Context: an optimization exercise on an open-source flow, tuned for small area and a short achievable clock period. The choices shown serve that exercise and are no tape-out recipe. At most, simulation tests tie the RTL to the original design; equivalence was not proved.

==> inputs of job 841 <==
Design welt_rx_flight, start of the top module:
module welt_rx_flight (
    input  wire         clk,
    input  wire         rst,           
    input  wire         cfg_enc,       
    input  wire         in_valid,
    input  wire [255:0] in_data,       
    output reg          s_valid,
    output reg  [2:0]   s_kind,
    output reg          s_fwd,
    output reg          s_hfail,
    output reg          f_valid,
    output reg  [1:0]   f_result,
    output reg          f_crc_ok,
    output reg          f_hdr_ok,
    output reg  [15:0]  f_fseq,
    output reg          f_fill_next,
    output wire [15:0]  f_ack_seq,
    output wire         f_nak,
    output wire [1:0]   f_nak_rpl
);
    localparam [2:0] K_HEADER = 3'd0;
    localparam [2:0] K_DATA   = 3'd1;
    localparam [2:0] K_LINK   = 3'd2;
    localparam [2:0] K_FILL   = 3'd3;
    localparam [2:0] K_TAG    = 3'd4;
    localparam [2:0] K_SEAL   = 3'd5;
    localparam [1:0] R_ACCEPT  = 2'd0;
    localparam [1:0] R_EMPTY   = 2'd1;
    localparam [1:0] R_DISCARD = 2'd2;
    localparam [1:0] R_FAIL    = 2'd3;
    localparam [8:0] MAX_LEN = 9'd320;
    reg         v1;
    reg [255:0] d1;
    always @(posedge clk) begin
        v1 <= in_valid && !rst;
  ...
==> flow/config.mk <==
export PLATFORM = sky130hd
export DESIGN_NAME = welt_rx_flight
export DESIGN_NICKNAME = welt_rx_flight
export VERILOG_FILES = /design/flow/design.v
export SDC_FILE = /design/flow/constraint.sdc
export NUM_CORES = 4
export LEC_CHECK = 0
export CAP_MARGIN = 40
export CORE_MARGIN = 2
export CORE_UTILIZATION = 25
export SLEW_MARGIN = 40
==> flow/constraint.sdc <==
create_clock -name core_clock -period 10.0 [get_ports {clk}]
set_input_delay 2.0000 -clock core_clock [delete_from_list [all_inputs] [get_ports {clk}]]
set_output_delay 2.0000 -clock core_clock [all_outputs]
set_load 0.01 [all_outputs]
run.sh (not shown) runs the stock make flow with config.mk's settings and CLKGATE_MAP_FILE= SYNTH_SCRIPT=/design/flow/synth_recipe.tcl, a recipe that flattens the netlist after the stock synthesis.
==> job 8879: changes against job 841 <==
--- a/flow/design.v
+++ b/flow/design.v
@@ -30,16 +30,26 @@
     localparam [1:0] R_FAIL    = 2'd3;
     localparam [8:0] MAX_LEN = 9'd320;
     reg         v1;
     reg [255:0] d1;
     always @(posedge clk) begin
         v1 <= in_valid && !rst;
         d1 <= in_data;
     end
+    reg [8:0]  rem;         
+    reg        rem_nz;      
+    reg [8:0]  rem_saved;   
+    reg        saved_nz;    
+    reg        hfail_seen;
+    reg [15:0] ack_seq;
+    reg [15:0] ack_seq_p1;  
+    reg        nak;
+    reg [1:0]  nak_rpl;
+    reg [1:0]  last_rpl;    
     reg [4:0]  pos;         
     reg        fill_cur;    
     reg        restart;     
     reg [31:0] s;           
     wire [31:0] se = restart ? 32'h9a317c73 : s;    
     wire [31:0] s_next;     
     wire [15:0] hs;         
     wire t0 = d1[181] ^ d1[240];
@@ -946,18 +956,28 @@
     wire is_seal = (pos == 5'd31);
     wire is_fill = (pos == 5'd0) && fill_cur;
     wire is_tag  = (pos == 5'd30) && cfg_enc;
     reg        v2;
     reg        seal2, fill2, tag2;
     reg [15:0] hs2;         
     reg [21:0] f2;          
     reg        fn2;         
-    reg [1:0]  rpl2;        
     reg        empty2;      
+    reg        link2;       
+    reg        lenz2;       
+    reg        lenover2;    
+    reg        eq0_2;       
+    reg        acc2;        
+    reg [1:0]  rpl2;        
+    wire [15:0] d_fseq  = d1[15:0];
+    wire [1:0]  d_rpl   = d1[38:37];
+    wire        d_empty = d1[152];
+    wire        d_eq1   = (d_fseq == ack_seq_p1);
+    wire        d_acc   = !d_empty && d_eq1 && (!nak || d_rpl != nak_rpl);
     always @(posedge clk) begin
         if (rst) begin
             pos      <= 5'd0;
             fill_cur <= 1'b0;
             restart  <= 1'b1;
             v2       <= 1'b0;
         end else begin
             v2 <= v1;
@@ -970,88 +990,97 @@
             end
         end
         seal2  <= is_seal;
         fill2  <= is_fill;
         tag2   <= is_tag;
         hs2    <= hs ^ 16'ha53d;
         f2     <= d1[21:0];
         fn2    <= d1[35];
-        rpl2   <= d1[38:37];
-        empty2 <= d1[152];
+        rpl2     <= d_rpl;
+        empty2   <= d_empty;
+        link2    <= (d1[10:0] == 11'h7FF);
+        lenz2    <= (d1[21:13] == 9'd0);
+        lenover2 <= (d1[21:13] > MAX_LEN);
+        eq0_2    <= (d_fseq == ack_seq);
+        acc2     <= d_acc;
     end
-    reg [8:0]  rem;
-    reg [8:0]  rem_saved;
-    reg        hfail_seen;
-    reg [15:0] ack_seq;
-    reg        nak;
-    reg [1:0]  nak_rpl;
-    reg [1:0]  last_rpl;
     wire [8:0]  hdr_len  = f2[21:13];
     wire [15:0] fseq     = f2[15:0];
-    wire        is_link  = (f2[10:0] == 11'h7FF);
     wire        hbad2    = (hs2 != 16'd0);
     reg [2:0] kind;
     always @* begin
         if (seal2)              kind = K_SEAL;
         else if (fill2)         kind = K_FILL;
         else if (tag2)          kind = K_TAG;
-        else if (rem != 9'd0)   kind = K_DATA;
-        else if (is_link)       kind = K_LINK;
+        else if (rem_nz)        kind = K_DATA;
+        else if (link2)         kind = K_LINK;
         else                    kind = K_HEADER;
     end
-    wire hfail = ((kind == K_HEADER) && (hbad2 || hdr_len > MAX_LEN)) ||
-                 ((kind == K_LINK) && hbad2);
-    wire fwd   = ((kind == K_HEADER) || (kind == K_DATA)) &&
-                 !hfail && !hfail_seen && !nak;
+    wire is_hdr  = !seal2 && !fill2 && !tag2 && !rem_nz && !link2;
+    wire is_data = !seal2 && !fill2 && !tag2 && rem_nz;
+    wire is_link = !seal2 && !fill2 && !tag2 && !rem_nz && link2;
+    wire hfail   = (is_hdr && (hbad2 || lenover2)) || (is_link && hbad2);
+    wire fwd     = (is_hdr || is_data) && !hfail && !hfail_seen && !nak;
     wire crc_ok = (s == 32'ha047508c);
     wire good   = crc_ok && !hfail_seen;
+    wire accept = good && acc2;
     reg [1:0] result;
     always @* begin
         if (!good)
             result = R_FAIL;
         else if (empty2)
-            result = (fseq == ack_seq) ? R_EMPTY : R_DISCARD;
-        else if ((fseq == ack_seq + 16'd1) && (!nak || rpl2 != nak_rpl))
+            result = eq0_2 ? R_EMPTY : R_DISCARD;
+        else if (acc2)
             result = R_ACCEPT;
         else
             result = R_DISCARD;
     end
+    wire rem_is1 = (rem == 9'd1);
     always @(posedge clk) begin
         if (rst) begin
             rem        <= 9'd0;
+            rem_nz     <= 1'b0;
             rem_saved  <= 9'd0;
+            saved_nz   <= 1'b0;
             hfail_seen <= 1'b0;
             ack_seq    <= 16'hFFFF;
+            ack_seq_p1 <= 16'h0000;
             nak        <= 1'b0;
             nak_rpl    <= 2'd0;
             last_rpl   <= 2'd0;
             s_valid    <= 1'b0;
             f_valid    <= 1'b0;
         end else begin
             s_valid <= v2;
             f_valid <= v2 && seal2;
             if (v2) begin
                 if (!seal2) begin
-                    if (kind == K_DATA)
-                        rem <= rem - 9'd1;
-                    else if (kind == K_HEADER)
-                        rem <= hdr_len;
+                    if (is_data) begin
+                        rem    <= rem - 9'd1;
+                        rem_nz <= !rem_is1;
+                    end else if (is_hdr) begin
+                        rem    <= hdr_len;
+                        rem_nz <= !lenz2;
+                    end
                     if (hfail)
                         hfail_seen <= 1'b1;
                 end else begin
                     hfail_seen <= 1'b0;
-                    if (result == R_ACCEPT) begin
-                        rem_saved <= rem;
-                        ack_seq   <= fseq;
-                        last_rpl  <= rpl2;
-                        nak       <= 1'b0;
+                    if (accept) begin
+                        rem_saved  <= rem;
+                        saved_nz   <= rem_nz;
+                        ack_seq    <= fseq;
+                        ack_seq_p1 <= fseq + 16'd1;
+                        last_rpl   <= rpl2;
+                        nak        <= 1'b0;
                     end else begin
-                        rem <= rem_saved;
-                        if (result == R_FAIL && !nak) begin
+                        rem    <= rem_saved;
+                        rem_nz <= saved_nz;
+                        if (!good && !nak) begin
                             nak     <= 1'b1;
                             nak_rpl <= last_rpl;
                         end
                     end
                 end
             end
         end
         s_kind      <= kind;
==> flow/flow/run.sh (new file) <==
#!/bin/bash
# Layout flow: the standard ORFS flow (standard.sh, unchanged synthesis),
# with two placement/repair settings passed to ORFS through the environment:
#  - the port buffers that ORFS inserts on every input and output are
#    sky130_fd_sc_hd__buf_1 instead of the default pick (clkdlybuf4s50_1);
#  - timing repair works to a setup slack margin (SETUP_SLACK_MARGIN ns).
# The clock, its period and the I/O constraints are the standard flow's own.
set -euo pipefail
export BUFFER_PORTS_ARGS="-buffer_cell sky130_fd_sc_hd__buf_1"
export SETUP_SLACK_MARGIN=6.5
bash standard.sh > standard.log 2>&1
==> flow/standard.sh (new file) <==
#!/bin/bash
# synth_recipe.tcl (not shown) runs the flow's synth.tcl, then flattens the netlist and writes it again
# the make line also repeats each setting of config.mk as NAME=value (left out here)
make -C /OpenROAD-flow-scripts/flow DESIGN_CONFIG=/design/flow/config.mk WORK_HOME=/design/flow/orfs CLKGATE_MAP_FILE= SYNTH_SCRIPT=/design/flow/synth_recipe.tcl "${@:-finish}"
Settings changed: CAP_MARGIN 40 to 20, CORE_UTILIZATION 25 to 50, SLEW_MARGIN 40 to 20.
removed: flow/run.sh
==> summary of the runs <==
- Of job 841 and job 8879, job 8879 has the higher clock skew (gap 13 ps).
- Against job 841, the routed wire length of job 8879 is lower by about 13%.
- Job 8879 produced a clean layout. Job 841 finished with timing, DRC and antenna clean.
- Utilization: job 8879 is higher than job 841 (25 points).
- Between job 841 and job 8879, the lower critical path depth is in job 8879 (gap 2).
Function not checked in job 841: the RTL went through the layout flow alone.

## port drivers added, routing unchanged
In the flow no input, the clock included, has a driving cell. The finished layouts below were timed again as built, in two steps.
Step 1 assumes that a clkbuf_16 drives the clock port and a buf_2 every other input.
Step 2 times the ports against the registers' clock, not the clock port: input delays grow and output delays shrink by t, the midpoint of the rising clock arrivals with the driver on.
Slacks: ideal / step 1 / step 2; pairs: ideal / step 1.
run	shift t [ns]	slack for setup (ns)	worst hold slack (ns)	worst setup path at the end	latest minus earliest clock arrival (ns)
job 841	0.718	5.710 / 5.710 / 5.710	0.327 / 0.327 / 0.327	register to register	0.034 / 0.033
job 8879	0.695	6.204 / 6.204 / 6.204	0.337 / 0.337 / 0.337	register to register	0.046 / 0.046
After both steps every run listed still meets setup and hold.
